Source: an optimization exercise on an open RTL-to-GDS flow (aim: small area). Production flows keep margins and buffers that such runs may drop. In this exercise RTL edits were held to simulation tests only and were not proved equivalent to the original.

==> flow/design.v <==
module eave_curve (
    input  wire         clk,
    input  wire         rst,         
    input  wire         tick,        
    input  wire [15:0]  i_ma,        
    input  wire         open_sw,     
    input  wire [1:0]   cool,        
    input  wire [255:0] mult,        
    input  wire [15:0]  iref,        
    input  wire [3:0]   acc_sel,     
    output reg          valid,       
    output reg          trip,
    output reg  [3:0]   point,
    output reg  [15:0]  over,        
    output reg  [28:0]  acc_rd       
);
    function [28:0] tmax;
        input [3:0] k;
        begin
            case (k)
                4'd0:  tmax = 29'd10       * 29'd32;
                4'd1:  tmax = 29'd25       * 29'd32;
                4'd2:  tmax = 29'd63       * 29'd32;
                4'd3:  tmax = 29'd158      * 29'd32;
                4'd4:  tmax = 29'd398      * 29'd32;
                4'd5:  tmax = 29'd1000     * 29'd32;
                4'd6:  tmax = 29'd2512     * 29'd32;
                4'd7:  tmax = 29'd6310     * 29'd32;
                4'd8:  tmax = 29'd15849    * 29'd32;
                4'd9:  tmax = 29'd39811    * 29'd32;
                4'd10: tmax = 29'd100000   * 29'd32;
                4'd11: tmax = 29'd251189   * 29'd32;
                4'd12: tmax = 29'd630957   * 29'd32;
                4'd13: tmax = 29'd1584893  * 29'd32;
                4'd14: tmax = 29'd3981072  * 29'd32;
                default: tmax = 29'd10000000 * 29'd32;
            endcase
        end
    endfunction
    reg  [5:0] cool_amt;
    always @* begin
        case (cool)
            2'd0: cool_amt = 6'd32;
            2'd1: cool_amt = 6'd16;
            2'd2: cool_amt = 6'd4;
            default: cool_amt = 6'd1;
        endcase
    end
    reg  [28:0] acc [0:15];
    reg  [28:0] acc_n [0:15];
    reg  [15:0] ov_n;
    reg  [15:0] hit_n;
    integer k;
    always @* begin
        for (k = 0; k < 16; k = k + 1) begin
            ov_n[k] = {16'd0, i_ma} > ((mult[16*k +: 16] * {16'd0, iref}) >> 12);
            if (ov_n[k])
                acc_n[k] = (acc[k] + 29'd32 > tmax(k)) ? tmax(k) : acc[k] + 29'd32;
            else
                acc_n[k] = (acc[k] > {23'd0, cool_amt}) ? acc[k] - {23'd0, cool_amt} : 29'd0;
            hit_n[k] = (acc_n[k] >= tmax(k));
        end
    end
    reg  [3:0] first_hit;
    integer j;
    always @* begin
        first_hit = 4'd0;
        for (j = 15; j >= 0; j = j - 1)
            if (hit_n[j]) first_hit = j[3:0];
    end
    integer m;
    always @(posedge clk) begin
        if (rst) begin
            for (m = 0; m < 16; m = m + 1) acc[m] <= 29'd0;
            valid <= 1'b0;
            trip  <= 1'b0;
            point <= 4'd0;
            over  <= 16'd0;
            acc_rd <= 29'd0;
        end else begin
            valid <= 1'b0;
            if (tick) begin
                valid <= 1'b1;
                if (open_sw) begin
                    for (m = 0; m < 16; m = m + 1) acc[m] <= 29'd0;
                    trip  <= 1'b0;
                    point <= 4'd0;
                    over  <= 16'd0;
                    acc_rd <= 29'd0;
                end else begin
                    for (m = 0; m < 16; m = m + 1) acc[m] <= acc_n[m];
                    trip  <= |hit_n;
                    point <= first_hit;
                    over  <= ov_n;
                    acc_rd <= acc_n[acc_sel];
                end
            end
        end
    end
endmodule
==> flow/run.sh <==
#!/bin/bash
# synth_recipe.tcl (not shown) runs the flow's synth.tcl, then flattens the netlist and writes it again
# the make line also repeats each setting of config.mk as NAME=value (left out here)
make -C /OpenROAD-flow-scripts/flow DESIGN_CONFIG=/design/flow/config.mk WORK_HOME=/design/flow/orfs CLKGATE_MAP_FILE= SYNTH_SCRIPT=/design/flow/synth_recipe.tcl finish
==> flow/config.mk <==
export PLATFORM = sky130hd
export DESIGN_NAME = eave_curve
export DESIGN_NICKNAME = eave_curve
export VERILOG_FILES = /design/flow/design.v
export SDC_FILE = /design/flow/constraint.sdc
export NUM_CORES = 4
export LEC_CHECK = 0
export CAP_MARGIN = 20
export CORE_MARGIN = 2
export CORE_UTILIZATION = 40
export SLEW_MARGIN = 20
==> flow/constraint.sdc <==
create_clock -name core_clock -period 20.0 [get_ports {clk}]
set_input_delay 4.0000 -clock core_clock [delete_from_list [all_inputs] [get_ports {clk}]]
set_output_delay 4.0000 -clock core_clock [all_outputs]
set_load 0.01 [all_outputs]
==> out/summary.txt, run 1 <==
outcome: timing/DRC/antenna clean
DP Area: 0.193 sq mm
std cell rows: 249
Core Area: 0.460 sq mm
simple-gate share of the synthesized area: 21.8%
gpl congestion: 1.00
Final min period: 15.84 ns
die width: 684 microns
period utilization: 79.2%
met3 Use GR: 4.02%
top-area cell type share of the netlist area: 33.4%
Worst-Margin Slew: 1.30 ns
Via-to-Cell Ratio: 5.61
final hold slack: 0.480 ns
vias in the first global route: 163732
filler cell count: 46702
HPWL Detailed: 492000 microns
GR peak layer: met2
worst-path fanout max: 59
Synth Net Count: 28426
antenna violations before repair: 69
drt drc: 0
IO Pins: 349
sequential share of the synthesized area: 5.57%
CTS tree: yes
IO buf count: 348
top cells by area, synth: fa_1 33%, ha_1 13%, inv_1 7.8%
hold_buf cts: 0
H-Tree Depth: 3
Layout area overhead: 5.86%
Max Buffers Root-to-Sink: 3
Final Max Tran Viols: 0
routed len/inst: 22.4 microns
top-count cell post-synth: inv_1
Root Buffer Master: clkbuf_16
area of the die: 0.468 sq mm
warnings from Yosys: 3
Starting Density: 40.2%
endpoint class of the critical path: flop
most used cell, CP: fa_1
TritonCTS Buffers: 72
Total GRT Usage: 27.4%
first-pass GRT wire length: 1000000 microns
multiplexer area fraction after synthesis: 0.612%
Worst EP arrival: 16.41 ns
number of flops mapped to enable cells by yosys: 0
Setup crit start kind: input port
Die H: 684 microns
Fin Clk Skew: 0.0554 ns
layout cell share with drive strength beyond 1: 3.03%
# resized after CTS: 0
GRT met1 Usage: 36.9%
ys async rst share: 0%
clk slew on worst S/H paths: 0.06 ns
DRT Wirelength: 641000 microns
Slew HR: 12.0%
grt total ovfl: 0
Synth cell types: 121
TNS Setup: 0 ns
Max Cap Viol: 0
Setup Fix Bufs, Post-CTS: 0
Setup violations, final: 0
hold crit path type: flop to flop
flop2flop setup slack: 13.25 ns
delay of the slowest cell on the worst path: 0.75 ns
post-route cell area: 0.196 sq mm
worst r2r path cells: 15
Mean Syn Cell Area: 8.03 sq um
maximum clock frequency: 0.0631 GHz
met2 GRT Util: 44.3%
#FFs+latches synth: 515
largest family of logic cells by synthesized area: adder cells
Cell Area, Synth: 0.185 sq mm
# clock sinks: 515
Worst-Skew Late Latency: 0.73 ns
Routed Antenna Nets: 0
Hold Path Sink: acc_rd[5]
top post-synthesis cells by count: 3850 x inv_1, 3455 x nand2_1, 3088 x fa_1
NumNets Final: 27744
Setup CP Type: input port to flop
First DRT Iteration DRCs: 13213
FF-to-FF Start: acc[12][6]
WP data required: 20.58 ns
critical path's slowest cell: a2111oi_0
first drt pass iteration count: 8
Synth Area in Compound Gates: 11.1%
top_reg_cell synth: dfxtp_1
Hold Path Depth: 2
unrepaired setup endpoints after global routing: false
Cells after Synth: 23070
largest net degree at the start of global routing: 171
XOR/XNOR Fraction of Synth Area: 3.55%
area share of fa/ha/maj cells after synthesis: 46.7%
via count: 160673
worst hold start: acc_rd[5]
r2r endpoint: acc_rd[12]
final hold violations: 0
Yosys top cell by area: fa_1
metrics by stage:
stage	utilization [%]	cells	setup slack (ns)
6_report	42.6	28634	4.16
5_1_grt	42.6	28618	3.60
4_1_cts	42.5	28592	4.36
3_5_place_dp	42.0	28462	3.65
3_3_place_gp	42.0	28461	3.79
2_1_floorplan	-	23070	6.25
kinds of logic after synthesis:
| family | after synthesis |
|---|---|
| DFF | 515 |
| and+or+nand+nor | 8363 |
| buffers and inverters | 5219 |
| xor gates and xnor gates | 751 |
| muxes | 102 |
| adders and majority gates | 5058 |
| AOI/OAI and AO/OA | 3062 |
worst max-delay path, delay by kind of cell:
family          cells  cell delay, ns
compound gates     13            4.40
fa+ha+maj           8            3.46
simple gates       13            2.54
buf+inv             6            1.53
xor+xnor            1            0.23
flip-flops by register name (all words and copies together) (netlist names):
| signal | count |
|---|---|
| valid | 1 |
| acc_rd | 29 |
| over | 16 |
| trip | 1 |
| acc | 464 |
| point | 4 |
placed cells by master, fill, tap and decap left out, types with 80 or more instances in the layout:
master	instances
o31ai_1	80
o211ai_1	83
o22ai_1	90
o21ai_0	452
a21oi_1	795
nor3_1	400
nor2b_1	156
or3_1	134
a211oi_1	101
nand2b_1	116
fa_1	3088
xor2_1	301
nand4_1	250
o21a_1	99
a22oi_1	306
buf_4	253
or2_2	90
and2_1	1542
a21o_1	214
dfxtp_1	515
nand3_1	325
ha_1	1970
a31oi_1	132
nor4_1	189
nor2_1	1247
clkdlybuf4s50_1	314
inv_1	3849
nand2_1	3455
xnor2_1	446
and3_1	141
layout make-up:
cell class	instances	area, sq um	share of cell area (%)
Antenna cell	41	103	0.0523
Timing Repair Buffer	611	5580	2.85
Inverter	3852	14500	7.38
Clock inverter	33	473	0.241
Sequential cell	515	10300	5.26
Multi-Input combinational cell	17336	155000	79.2
Tap cell	6149	7690	3.93
Clock buffer	97	2070	1.06
layer usage:
| metal | up-vias | share of wire (%) |
|---|---|---|
| li1 | 72569 | - |
| met1 | 81241 | 43 |
| met2 | 5729 | 45 |
| met3 | 1100 | 7.3 |
| met4 | 34 | 4.6 |
| met5 | - | 0.035 |
how the worst max path moves through the flow:
stage	start	to	slack, ns
2_1_floorplan	iref[1]	point[2]	6.25
3_3_place_gp	iref[7]	acc_rd[12]	3.79
3_5_place_dp	iref[7]	acc_rd[12]	3.65
4_1_cts	iref[7]	acc_rd[12]	4.36
5_1_grt	iref[7]	acc_rd[12]	3.60
6_report	iref[7]	acc_rd[12]	4.16
==> run 2, diff against run 1 <==
==> flow/design.v (replaced) <==
module eave_curve (
    input  wire         clk,
    input  wire         rst,         
    input  wire         tick,        
    input  wire [15:0]  i_ma,        
    input  wire         open_sw,     
    input  wire [1:0]   cool,        
    input  wire [255:0] mult,        
    input  wire [15:0]  iref,        
    input  wire [3:0]   acc_sel,     
    output reg          valid,       
    output reg          trip,
    output reg  [3:0]   point,
    output reg  [15:0]  over,        
    output wire [28:0]  acc_rd       
);
    function [28:0] tmax;
        input [3:0] k;
        begin
            case (k)
                4'd0:  tmax = 29'd10       * 29'd32;
                4'd1:  tmax = 29'd25       * 29'd32;
                4'd2:  tmax = 29'd63       * 29'd32;
                4'd3:  tmax = 29'd158      * 29'd32;
                4'd4:  tmax = 29'd398      * 29'd32;
                4'd5:  tmax = 29'd1000     * 29'd32;
                4'd6:  tmax = 29'd2512     * 29'd32;
                4'd7:  tmax = 29'd6310     * 29'd32;
                4'd8:  tmax = 29'd15849    * 29'd32;
                4'd9:  tmax = 29'd39811    * 29'd32;
                4'd10: tmax = 29'd100000   * 29'd32;
                4'd11: tmax = 29'd251189   * 29'd32;
                4'd12: tmax = 29'd630957   * 29'd32;
                4'd13: tmax = 29'd1584893  * 29'd32;
                4'd14: tmax = 29'd3981072  * 29'd32;
                default: tmax = 29'd10000000 * 29'd32;
            endcase
        end
    endfunction
    function integer rlen;
        input integer b;
        begin
            if (b <= 17)      rlen = 16;
            else if (b <= 22) rlen = 8;
            else if (b <= 25) rlen = 4;
            else if (b <= 26) rlen = 2;
            else              rlen = 1;
        end
    endfunction
    function bmask;
        input integer b;
        input [3:0] k;
        begin
            if (b <= 17)      bmask = 1'b1;
            else if (b <= 22) bmask = k[3];
            else if (b <= 25) bmask = &k[3:2];
            else if (b <= 26) bmask = &k[3:1];
            else              bmask = &k;
        end
    endfunction
    reg  [3:0]  ph;          
    reg         clr;         
    reg         act;         
    reg  [3:0]  cnt;         
    reg         wt;          
    reg  [15:0] i_q;
    reg         open_q;
    reg  [3:0]  sel_q;
    wire [3:0]  kc   = ~ph;                  
    wire        last = act & (cnt == 4'd15);
    wire [3:0]  psel = ph + sel_q;
    wire        algn = (psel[2:0] == 3'd0);
    always @(posedge clk) begin
        if (rst) begin
            ph    <= 4'd0;
            clr   <= 1'b1;
            act   <= 1'b0;
            wt    <= 1'b0;
            valid <= 1'b0;
        end else begin
            ph    <= ph + 4'd1;
            if (ph == 4'd15) clr <= 1'b0;
            act   <= tick | (act & ~last);
            wt    <= (last | wt) & ~algn;
            valid <= (last | wt) & algn;
        end
        cnt <= tick ? 4'd0 : cnt + 4'd1;
        if (tick) begin
            i_q    <= i_ma;
            open_q <= open_sw;
            sel_q  <= acc_sel;
        end
    end
    wire [28:0] head;
    wire [28:0] nw;
    wire        wr = act | clr | rst;
    wire [28:0] tap_a;       
    wire [28:0] tap_b;       
    genvar b;
    generate
        for (b = 0; b < 29; b = b + 1) begin : g_ring
            localparam integer L = rlen(b);
            reg  [L-1:0] r;
            wire in = (wr & bmask(b, kc)) ? nw[b] : r[L-1];
            assign head[b] = r[L-1] & bmask(b, kc);
            if (L == 1) begin : g1
                always @(posedge clk) r <= in;
                assign tap_a[b] = r[0] & bmask(b, sel_q);
                assign tap_b[b] = r[0] & bmask(b, sel_q);
            end else begin : gn
                always @(posedge clk) r <= {r[L-2:0], in};
                assign tap_a[b] = r[1] & bmask(b, sel_q);
                if (L == 16) begin : g16
                    assign tap_b[b] = r[9];
                end else begin : gs
                    assign tap_b[b] = r[1] & bmask(b, sel_q);
                end
            end
        end
    endgenerate
    assign acc_rd = psel[3] ? tap_b : tap_a;
    wire [15:0] m_k  = mult[16*kc +: 16];
    wire [31:0] prod = m_k * iref;
    wire        ov   = {i_q, 12'd0} > prod;
    reg  [5:0] cool_amt;
    always @* begin
        case (cool)
            2'd0: cool_amt = 6'd32;
            2'd1: cool_amt = 6'd16;
            2'd2: cool_amt = 6'd4;
            default: cool_amt = 6'd1;
        endcase
    end
    wire [28:0] t_k  = tmax(kc);
    wire [28:0] up   = head + 29'd32;
    wire        sat  = up >= t_k;
    wire        gtc  = head > {23'd0, cool_amt};
    wire [28:0] dn   = head - {23'd0, cool_amt};
    wire        kill = open_q | clr | rst;
    assign nw = kill ? 29'd0 :
                ov   ? (sat ? t_k : up) :
                       (gtc ? dn : 29'd0);
    wire hit = act & ~open_q & ov & sat;
    always @(posedge clk) begin
        if (tick) begin
            trip  <= 1'b0;
            point <= 4'd0;
        end else if (hit & (~trip | (kc < point))) begin
            trip  <= 1'b1;
            point <= kc;
        end
        if (act) over[kc] <= ov & ~open_q;
    end
endmodule
==> out/summary.txt, run 2 <==
vias in the first global route: 17959
final hold slack: 0.317 ns
beginning of the critical path: mult[3]
NumNets Final: 3183
# resized after CTS: 0
Via-to-Cell Ratio: 5.17
Synth Area in Compound Gates: 7.91%
Final Max Tran Viols: 0
clk slew on worst S/H paths: 0.07 ns
hold_buf cts: 0
outcome: timing/DRC/antenna clean
worst path bufs/invs: 5
Setup Fix Bufs, Post-CTS: 0
Layout area overhead: 22.5%
Max Buffers Root-to-Sink: 3
largest net degree at the start of global routing: 63
std cell rows: 88
Routed Antenna Nets: 0
Cell Area, Synth: 0.0235 sq mm
top cells by area, synth: dfxtp_1 31%, fa_1 17%, ha_1 8.7%
sequential share of the synthesized area: 35.5%
worst-path fanout max: 19
unrepaired setup endpoints after global routing: false
Yosys top cell by area: dfxtp_1
endpoint class of the critical path: flop
XOR/XNOR Fraction of Synth Area: 2.34%
Starting Density: 40.6%
routed len/inst: 20.4 microns
Largest Register: g_ring.r
H-Tree Depth: 2
area share of fa/ha/maj cells after synthesis: 25.3%
First DRT Iteration DRCs: 945
# clock sinks: 398
Root Buffer Master: clkbuf_16
commonest non-fill, non-tap cells in the layout: 357 x dfxtp_1, 347 x clkdlybuf4s50_1, 271 x inv_1, 268 x nand2_1, 195 x fa_1
via count: 17137
worst hold start: g_ring[17].r[8]
layout cell share with drive strength beyond 1: 7.76%
delay of the slowest cell on the worst path: 0.69 ns
Worst-Margin Slew: 1.04 ns
Setup violations, final: 0
antenna violations before repair: 5
#FFs+latches synth: 398
TritonCTS Buffers: 35
Fin Clk Skew: 0.0113 ns
top-area cell type share of the netlist area: 30.5%
Total GRT Usage: 22.3%
Core Area: 0.0579 sq mm
top-count cell post-synth: dfxtp_1
first-pass GRT wire length: 105000 microns
CTS tree: yes
first drt pass iteration count: 4
HPWL Detailed: 54300 microns
FF-to-FF Start: ph[1]
area of the die: 0.0608 sq mm
gpl congestion: 0.899
filler cell count: 5322
Synth cell types: 80
family with the most delay on the worst path: adder cells
Cells after Synth: 2229
Regs by FF count: g_ring.r: 344 flops, i_q: 16 flops, over: 16 flops
DRT Wirelength: 67600 microns
largest family of logic cells by synthesized area: adder cells
simple-gate share of the synthesized area: 13.4%
IO Pins: 349
grt total ovfl: 0
period utilization: 73.5%
top post-synthesis cells by count: 359 x dfxtp_1, 271 x inv_1, 268 x nand2_1
DP Area: 0.0277 sq mm
Slew HR: 30.2%
most used cell, CP: fa_1
WP data required: 20.40 ns
hold crit path type: flop to flop
Worst-Skew Late Latency: 0.53 ns
Worst EP arrival: 15.10 ns
Synth Net Count: 2886
drt drc: 0
Die H: 247 microns
Max Cap Viol: 0
number of flops mapped to enable cells by yosys: 39
ys async rst share: 0%
Mean Syn Cell Area: 10.6 sq um
maximum clock frequency: 0.0680 GHz
leading cell type in the layout, fill and taps excluded: dfxtp_1
die width: 247 microns
Setup CP Type: input port to flop
final hold violations: 0
critical path's slowest cell: mux4_2
warnings from Yosys: 1
Setup crit start kind: input port
Final min period: 14.70 ns
top_reg_cell synth: dfxtp_1
post-route cell area: 0.0288 sq mm
TNS Setup: 0 ns
max reg flops: 344
IO buf count: 348
multiplexer area fraction after synthesis: 9.38%
## run 2: final timing paths
check                           cells after the start  slack (ns)         endpoint
worst max-delay path                               32        5.30   g_ring[4].r[0]
worst min-delay path                                0        0.32  g_ring[17].r[9]
worst max register to register                     32        7.68   g_ring[4].r[0]
worst min register to register                      0        0.32  g_ring[17].r[9]
## run 2: routing by layer
metal	vias to the layer above	track usage [%]	share of wire, %
met5	-	0	0.075
met4	8	5.86	2.2
met3	106	3.51	5.1
met2	415	38.8	51
met1	8541	28.7	42
li1	8067	-	-
## run 2: kinds of logic after synthesis
kind of cell / Yosys count
buf+inv: 374
xor+xnor: 63
flops: 398
fa+ha+maj: 359
compound gates: 271
simple gates: 645
mux: 119
## run 2: cell type report
class | count | area [sq um] | share of cell area (%)
clock inverters | 10 | 72.6 | 0.252
repair buffers | 361 | 3580 | 12.4
clock buffers | 51 | 1080 | 3.75
diodes | 1 | 2.50 | 0.00868
flip-flops and latches | 398 | 8370 | 29.0
inverters | 273 | 1020 | 3.56
well taps | 765 | 957 | 3.32
multi-input cells | 1457 | 13700 | 47.7
## run 2: through the flow
step | setup slack, ns | instances | utilization [%]
after floorplan | 7.17 | 2229 | -
after global placement | 4.88 | 3254 | 47.8
after detailed placement | 4.75 | 3254 | 47.8
after CTS | 5.29 | 3315 | 49.8
after global routing | 4.67 | 3316 | 49.8
final | 5.30 | 3316 | 49.8

[afterwards: timing with drivers on the ports]
Ports are ideal in the flow. The routed layouts listed here were re-timed in OpenROAD.
Step 1 assumes that a clkbuf_16 drives the clock port and a buf_2 every other input.
Step 2 times the ports against the registers' clock, not the clock port: input delays grow and output delays shrink by t, the midpoint of the rising clock arrivals with the driver on.
Three values: ideal ports, drivers, drivers and shift; two values: the first two.
run | t, ns | setup slack, ns | slew at the worst register clock pin (ns) | worst slew at a driven data input, ns | pins driven straight from the clock port
run 1 | 0.784 | 4.160 / 4.187 / 3.402 | 0.07 / 0.07 | 0.25 | 1
run 2 | 0.579 | 5.303 / 5.299 / 4.720 | 0.07 / 0.07 | 0.17 | 1
After both steps setup and hold are still met in every run listed. For run 1, which loses most, drivers alone change the setup slack by +0.027 ns; drivers and shift together by -0.758 ns.
